Background: an optimization exercise with open tools, aiming at small area, a short achievable clock period and few clock cycles. Do not read the settings as production practice.
No functional check of the RTL was part of this run.
No activity file was given, so power comes from the tool's default toggle rates.

**design/flow/design.v**
```verilog
module regr_solve (
    input  wire                clk,
    input  wire                rst,
    input  wire                start,
    input  wire [16:0]         n_in,
    input  wire [39:0]         sx_in,
    input  wire signed [47:0]  sy_in,
    input  wire [63:0]         sxx_in,
    input  wire signed [71:0]  sxy_in,
    output wire                ready,
    output wire                done,
    output wire                degen,
    output wire signed [81:0]  delta,
    output wire signed [89:0]  bnum,
    output wire signed [105:0] b
);
    reg [16:0] r_n;
    reg [39:0] r_sx;
    reg [47:0] r_sy;
    reg [63:0] r_sxx;
    reg [71:0] r_sxy;
    reg [81:0] acc_d;
    reg [89:0] acc_b;
    reg [4:0]  m_j;
    reg        m_run, m_first, m_full;
    wire [39:0] m_or = r_sx | {23'd0, r_n};
    reg  [4:0]  m_top;
    integer t;
    always @* begin
        m_top = 5'd0;
        for (t = 0; t < 40; t = t + 1)
            if (m_or[t]) m_top = (t + 1) >> 1;
    end
    wire [4:0] m_idx = m_first ? m_top : m_j;
    wire [42:0] sx_ext = {2'b00, r_sx, 1'b0};
    wire [18:0] n_ext  = {1'b0, r_n, 1'b0};
    wire [2:0]  tri_s  = sx_ext[{m_idx, 1'b0} +: 3];
    wire [2:0]  tri_n  = (m_idx <= 5'd8) ? n_ext[{m_idx[3:0], 1'b0} +: 3] : 3'b000;
    wire n_one = tri_n[0] ^ tri_n[1];
    wire n_two = (tri_n == 3'b011) | (tri_n == 3'b100);
    wire n_neg = tri_n[2] & ~(tri_n[1] & tri_n[0]);
    wire s_one = tri_s[0] ^ tri_s[1];
    wire s_two = (tri_s == 3'b011) | (tri_s == 3'b100);
    wire s_neg = ~tri_s[2] & (tri_s[1] | tri_s[0]);
    wire [81:0] sxx_e = {18'd0, r_sxx};
    wire [81:0] sx_e  = {42'd0, r_sx};
    wire [89:0] sxy_e = {{18{r_sxy[71]}}, r_sxy};
    wire [89:0] sy_e  = {{42{r_sy[47]}}, r_sy};
    wire [81:0] pd_a = ((n_one ? sxx_e : 82'd0) | (n_two ? {sxx_e[80:0], 1'b0} : 82'd0)) ^ {82{n_neg}};
    wire [81:0] pd_b = ((s_one ? sx_e  : 82'd0) | (s_two ? {sx_e[80:0], 1'b0}  : 82'd0)) ^ {82{s_neg}};
    wire [89:0] pb_a = ((n_one ? sxy_e : 90'd0) | (n_two ? {sxy_e[88:0], 1'b0} : 90'd0)) ^ {90{n_neg}};
    wire [89:0] pb_b = ((s_one ? sy_e  : 90'd0) | (s_two ? {sy_e[88:0], 1'b0}  : 90'd0)) ^ {90{s_neg}};
    wire [81:0] d4   = {(m_first ? 80'd0 : acc_d[79:0]), 1'b0, s_neg};
    wire [89:0] b4   = {(m_first ? 88'd0 : acc_b[87:0]), 1'b0, s_neg};
    wire [81:0] d_s  = d4 ^ pd_a ^ pd_b;
    wire [81:0] d_c  = {(d4[80:0] & pd_a[80:0]) | (d4[80:0] & pd_b[80:0]) | (pd_a[80:0] & pd_b[80:0]), n_neg};
    wire [89:0] b_s  = b4 ^ pb_a ^ pb_b;
    wire [89:0] b_c  = {(b4[88:0] & pb_a[88:0]) | (b4[88:0] & pb_b[88:0]) | (pb_a[88:0] & pb_b[88:0]), n_neg};
    wire [81:0] d_nx = d_s + d_c;
    wire [89:0] b_nx = b_s + b_c;
    reg [81:0]  o_delta;
    reg [89:0]  o_bnum;
    reg [80:0]  rem;
    reg [105:0] dq;        
    reg [6:0]   d_cnt;     
    reg [6:0]   d_skip;    
    reg         d_run, d_sign, o_neg, o_degen, o_done, o_ready;
    wire d_free = ~d_run & ~d_sign;
    wire xfer   = m_full & d_free;
    wire acc_st = start & o_ready;
    wire m_last = m_run & (m_idx == 5'd0);
    wire d_skp  = (d_skip >= 7'd8) & (d_cnt >= 7'd8);
    wire d_last = d_run & ~d_skp & (d_cnt == 7'd2);
    wire m_run_n  = acc_st | (m_run & ~m_last);
    wire m_full_n = (m_full & ~xfer) | m_last;
    wire d_run_n  = (xfer & ~a_degen) | (d_run & ~d_last);
    wire d_sign_n = d_last & o_neg;
    wire rdy_n    = ~m_run_n & (~m_full_n | (~d_run_n & ~d_sign_n));
    wire        a_neg = acc_b[89];
    wire [89:0] a_inv = acc_b ^ {90{a_neg}};
    wire [89:0] a_mag = a_neg ? (~acc_b + 90'd1) : acc_b;
    reg  [6:0]  bl_b, bl_d;
    always @* begin
        bl_b = 7'd0;
        for (t = 0; t < 90; t = t + 1)
            if (a_inv[t]) bl_b = t + 1;
        bl_d = 7'd0;
        for (t = 0; t < 81; t = t + 1)
            if (acc_d[t]) bl_d = t + 1;
    end
    wire [7:0]  k_raw  = 8'd89 + {1'b0, bl_d} - {1'b0, bl_b} - {7'd0, a_neg};
    wire        a_degen = acc_d[81] | (acc_d == 82'd0);
    function [81:0] rstep;    
        input [80:0] r;
        input        bit_in;
        input [81:0] dv;
        reg   [81:0] rs;
        reg   [82:0] diff;
        begin
            rs    = {r, bit_in};
            diff  = {1'b0, rs} - {1'b0, dv};
            rstep = diff[82] ? {1'b0, rs[80:0]} : {1'b1, diff[80:0]};
        end
    endfunction
    wire [81:0] st1 = rstep(rem, dq[105], o_delta);
    wire [81:0] st2 = rstep(st1[80:0], dq[104], o_delta);
    always @(posedge clk) begin
        if (rst) begin
            m_run   <= 1'b0;
            m_full  <= 1'b0;
            d_run   <= 1'b0;
            d_sign  <= 1'b0;
            o_done  <= 1'b0;
            o_ready <= 1'b1;
        end else begin
            m_run   <= m_run_n;
            m_full  <= m_full_n;
            d_run   <= d_run_n;
            d_sign  <= d_sign_n;
            o_ready <= rdy_n;
            if (m_run) begin
                acc_d   <= d_nx;
                acc_b   <= b_nx;
                m_first <= 1'b0;
                m_j     <= m_idx - 5'd1;
            end
            if (acc_st) begin
                r_n     <= n_in;
                r_sx    <= sx_in;
                r_sy    <= sy_in;
                r_sxx   <= sxx_in;
                r_sxy   <= sxy_in;
                m_first <= 1'b1;
            end
            o_done <= 1'b0;
            if (xfer) begin
                o_delta <= acc_d;
                o_bnum  <= acc_b;
                o_neg   <= a_neg;
                o_degen <= a_degen;
                rem     <= 81'd0;
                if (k_raw >= 8'd80) begin
                    dq     <= {a_mag[9:0], 96'd0};
                    rem    <= {1'b0, a_mag[89:10]};
                    d_cnt  <= 7'd26;
                    d_skip <= k_raw[6:0] - 7'd80;
                end else if (k_raw >= 8'd64) begin
                    dq     <= {a_mag[25:0], 80'd0};
                    rem    <= {17'd0, a_mag[89:26]};
                    d_cnt  <= 7'd42;
                    d_skip <= k_raw[6:0] - 7'd64;
                end else begin
                    dq     <= {a_mag, 16'd0};
                    rem    <= 81'd0;
                    d_cnt  <= 7'd106;
                    d_skip <= k_raw[6:0];
                end
                if (a_degen) o_done <= 1'b1;
            end else if (d_run) begin
                if (d_skp) begin
                    rem    <= {rem[72:0], dq[105:98]};
                    dq     <= {dq[97:0], 8'd0};
                    d_skip <= d_skip - 7'd8;
                    d_cnt  <= d_cnt - 7'd8;
                end else begin
                    rem   <= st2[80:0];
                    dq    <= {dq[103:0], st1[81], st2[81]};
                    d_cnt <= d_cnt - 7'd2;
                    if (d_last & ~o_neg) o_done <= 1'b1;
                end
            end else if (d_sign) begin
                dq     <= ~dq + 106'd1;
                o_done <= 1'b1;
            end
        end
    end
    assign ready = o_ready;
    assign done  = o_done;
    assign degen = o_degen;
    assign delta = o_delta;
    assign bnum  = o_bnum;
    assign b     = dq;
endmodule
```
**design/flow/run.sh**
```bash
#!/bin/bash
# synth_recipe.tcl (not shown) runs the flow's synth.tcl, then flattens the netlist and writes it again
# the make line also repeats each setting of config.mk as NAME=value (left out here)
make -C /OpenROAD-flow-scripts/flow DESIGN_CONFIG=/design/flow/config.mk WORK_HOME=/design/flow/orfs CLKGATE_MAP_FILE= SYNTH_SCRIPT=/design/flow/synth_recipe.tcl finish
```
**design/flow/config.mk**
```make
export PLATFORM = sky130hd
export DESIGN_NAME = regr_solve
export DESIGN_NICKNAME = regr_solve
export VERILOG_FILES = /design/flow/design.v
export SDC_FILE = /design/flow/constraint.sdc
export NUM_CORES = 4
export LEC_CHECK = 0
export CAP_MARGIN = 20
export CORE_MARGIN = 2
export CORE_UTILIZATION = 40
export SLEW_MARGIN = 20
```
**design/flow/constraint.sdc**
```tcl
create_clock -name core_clock -period 20.0 [get_ports {clk}]
set_input_delay 4.0000 -clock core_clock [delete_from_list [all_inputs] [get_ports {clk}]]
set_output_delay 4.0000 -clock core_clock [all_outputs]
set_load 0.01 [all_outputs]
```
==> run notes <==
CTS tree=done; Clock Tree Root=clkbuf_16; 1st-iter DRT viols=6,229; WP data arrival=12,700 ps; slowest CP cell=o31ai_1; Clock Sinks=798; Nets=8,051; DRC=0; Max clock buf depth=3; DP HPWL=188 mm; DR vias/cell=5.92; Finished Layout Cells=9,531; Total GRT Usage=28.3%; drt pass-1 iters=10; area grow syn2layout=16.4%; Final Core Density=46.8%; Final Max Tran Viols=0; Initial Util=40.2%; Fmax=0.0817 GHz; CTS buffer count=98; Worst slew margin=11.2%; Pleak=28.9 nW; setup ws final=7760 ps; final hold violations=0; Ports=525; max-cap violation count=0; maximum vdd drop=77.9 uV; num rows=148; clock transition at the registers of the reported paths=70 ps; Slew @ Worst Pin=1330 ps; worst-path fanout max=54; die height=408 um; RSZ-0062 raised after global routing=false; Syn Nets=7,687; Synth area leaders=edfxtp_1 36%, xnor2_1 7.1%, ha_1 6.9%; post-synthesis sequential area ratio=36.6%; Routed WL=243 mm; Final Cycle Share=61.2%; grt ovf=0; worst skew pair latency=770 ps; PnR Total Power=9.28 mW; Most common cell on crit path=o21ai_0; area of the multi-input gates=0.0390 mm2; Clock Skew=51.3 ps; die area=0.167 mm2; Critical Path Max Stage Delay=950 ps; setup TNS=0 ps; most numerous cell in the Yosys netlist=edfxtp_1; ys flop type=edfxtp_1; share of post-route cells with drive strength above 1=5.65%; first-pass GRT wire length=358 mm; R2R Setup Slk=7760 ps; synth unique cells=104; CTS hold repair buffers=0; area leader, netlist=edfxtp_1; Synth async-reset ratio=0%; Post-synth EDFFs=792; initial antenna violation count=10; Placeable Area=0.162 mm2; Placed Cells=9,345; number of global-route vias before repair=53,800; PortBufs=524; CP Capture Type=register; Yosys top cell area share=36.4%; synthesized cell area=0.0653 mm2; register bit total from synthesis=798; Synth Instances=6,907; YS warnings=1; Reg area=0.0239 mm2; Final min period=12,240 ps; placed cell area=0.0727 mm2; fin area=0.0760 mm2; Crit path required time=20,460 ps; H-tree Lvls=3; Wirelength per Cell=25.5 um; Post-CTS Setup Bufs=0; fill count=15,400; # resized after CTS=0; mean post-synth cell area=9.45 um2; CP Class=register to register; Final setup viols=0; Place WS=7950 ps; largest net degree at the start of global routing=121; post-route ant nets=0; PwrDens=122 mW/mm2; Hold WS=480 ps; Post-synth top cells=792 x edfxtp_1, 598 x nand2_1, 553 x a21oi_1, 532 x xnor2_1, 497 x nor2_1; CP Launch Type=register; global placement routability congestion=0.965; outcome=finished clean; Hold WC Path Type=register to register; total number of vias=56,400; Horiz. Die Dim=408 um
## path summary, 6_finish.rpt
| kind | start | to | cells past startpoint |
|---|---|---|---|
| max | r_sx[5]$_DFFE_PP_ | acc_d[79]$_DFFE_PP_ | 35 |
| min | acc_d[2]$_DFFE_PP_ | o_delta[2]$_DFFE_PP_ | 0 |
| max reg2reg | r_sx[5]$_DFFE_PP_ | acc_d[79]$_DFFE_PP_ | 35 |
| min reg2reg | acc_d[2]$_DFFE_PP_ | o_delta[2]$_DFFE_PP_ | 0 |
## where the power goes
group / internal [mW] / switching, mW
clock network: 1.08 / 0.780
logic: 1.88 / 2.91
registers: 2.25 / 0.376
total: 5.22 / 4.07
## layout make-up
type / instances / area share (%)
clock buffers: 113 / 3.38
multi-input cells: 5457 / 51.3
well taps: 2175 / 3.58
diodes: 5 / 0.0165
flip-flops and latches: 798 / 31.4
inverters: 303 / 1.53
clock inverters: 67 / 0.941
repair buffers: 613 / 7.80
## routing by layer
metal | global-route usage [%] | part of all wire [%] | vias up
li1 | - | - | 26200
met5 | 0.489 | 0.049 | -
met4 | 10.8 | 3.9 | 4
met2 | 44.0 | 45 | 2396
met3 | 4.78 | 7.5 | 384
met1 | 39.3 | 44 | 27400
## kinds of logic (layout without fill, tap and decap cells)
| family | count (synthesis) | count (layout) | synth area share, % |
|---|---|---|---|
| adders and majority gates | 536 | 536 | 12.3 |
| buffers and inverters | 652 | 1096 | 3.91 |
| DFF | 798 | 798 | 36.6 |
| xor gates and xnor gates | 724 | 724 | 9.72 |
| and+or+nand+nor | 2006 | 2006 | 14.9 |
| muxes | 93 | 93 | 1.59 |
| AOI/OAI and AO/OA | 2098 | 2098 | 21.0 |
| other | 0 | 5 | 0 |
## sequential cells by signal, summed over array words and instances, names as in the netlist
signal   flops
acc_b       90
acc_d       82
d_cnt        6
d_run        1
d_sign       1
d_skip       7
dq         106
m_first      1
m_full       1
m_j          5
m_run        1
o_bnum      90
o_degen      1
o_delta     82
o_done       1
o_ready      1
r_n         17
r_sx        40
r_sxx       64
r_sxy       72
r_sy        48
rem         81
## layout by cell type (no fill, tap or decap), types with 61 or more instances in the layout
cell,count
a21o_1,245
a21oi_1,553
a22oi_1,240
a31oi_1,61
buf_4,87
clkbuf_16,101
clkdlybuf4s50_1,524
edfxtp_1,792
fa_1,174
ha_1,360
inv_1,298
nand2_1,596
nand2b_1,86
nand3_1,142
nor2_1,491
nor2b_1,167
nor3_1,116
o21a_1,65
o21ai_0,383
o21bai_1,70
o31ai_1,63
or3_1,61
xnor2_1,527
xor2_1,191
## worst max-delay path: cells and delay by family, from the launching register on
family,cells,cell delay (ps)
xor gates and xnor gates,1,320
AOI/OAI and AO/OA,20,6280
muxes,2,730
buffers and inverters,5,2000
and+or+nand+nor,4,1030
DFF,1,490
adders and majority gates,3,1020

what the ideal ports hide:
In the flow no input, the clock included, has a driving cell. The finished layout below was timed again as built, in two steps.
Step 1: set_driving_cell puts a clkbuf_16 on clk and a buf_2 on each other input, an assumption about the parent block.
Step 2 moves the port delays by t, midway between the first and last clock arrival at a register: inputs arrive t later, outputs are due t later. That takes back most of the time a late clock gives input paths.
a / b / c = no drivers / after step 1 / after step 2; a / b = the first two.
t, ns: 0.829
slack for setup (ns): 7.760 / 7.760 / 7.760
worst setup path after step 2: register to register
After both steps setup and hold are still met in this run. For this run, drivers alone change the setup slack by 0.000 ns; drivers and shift together by 0.000 ns.
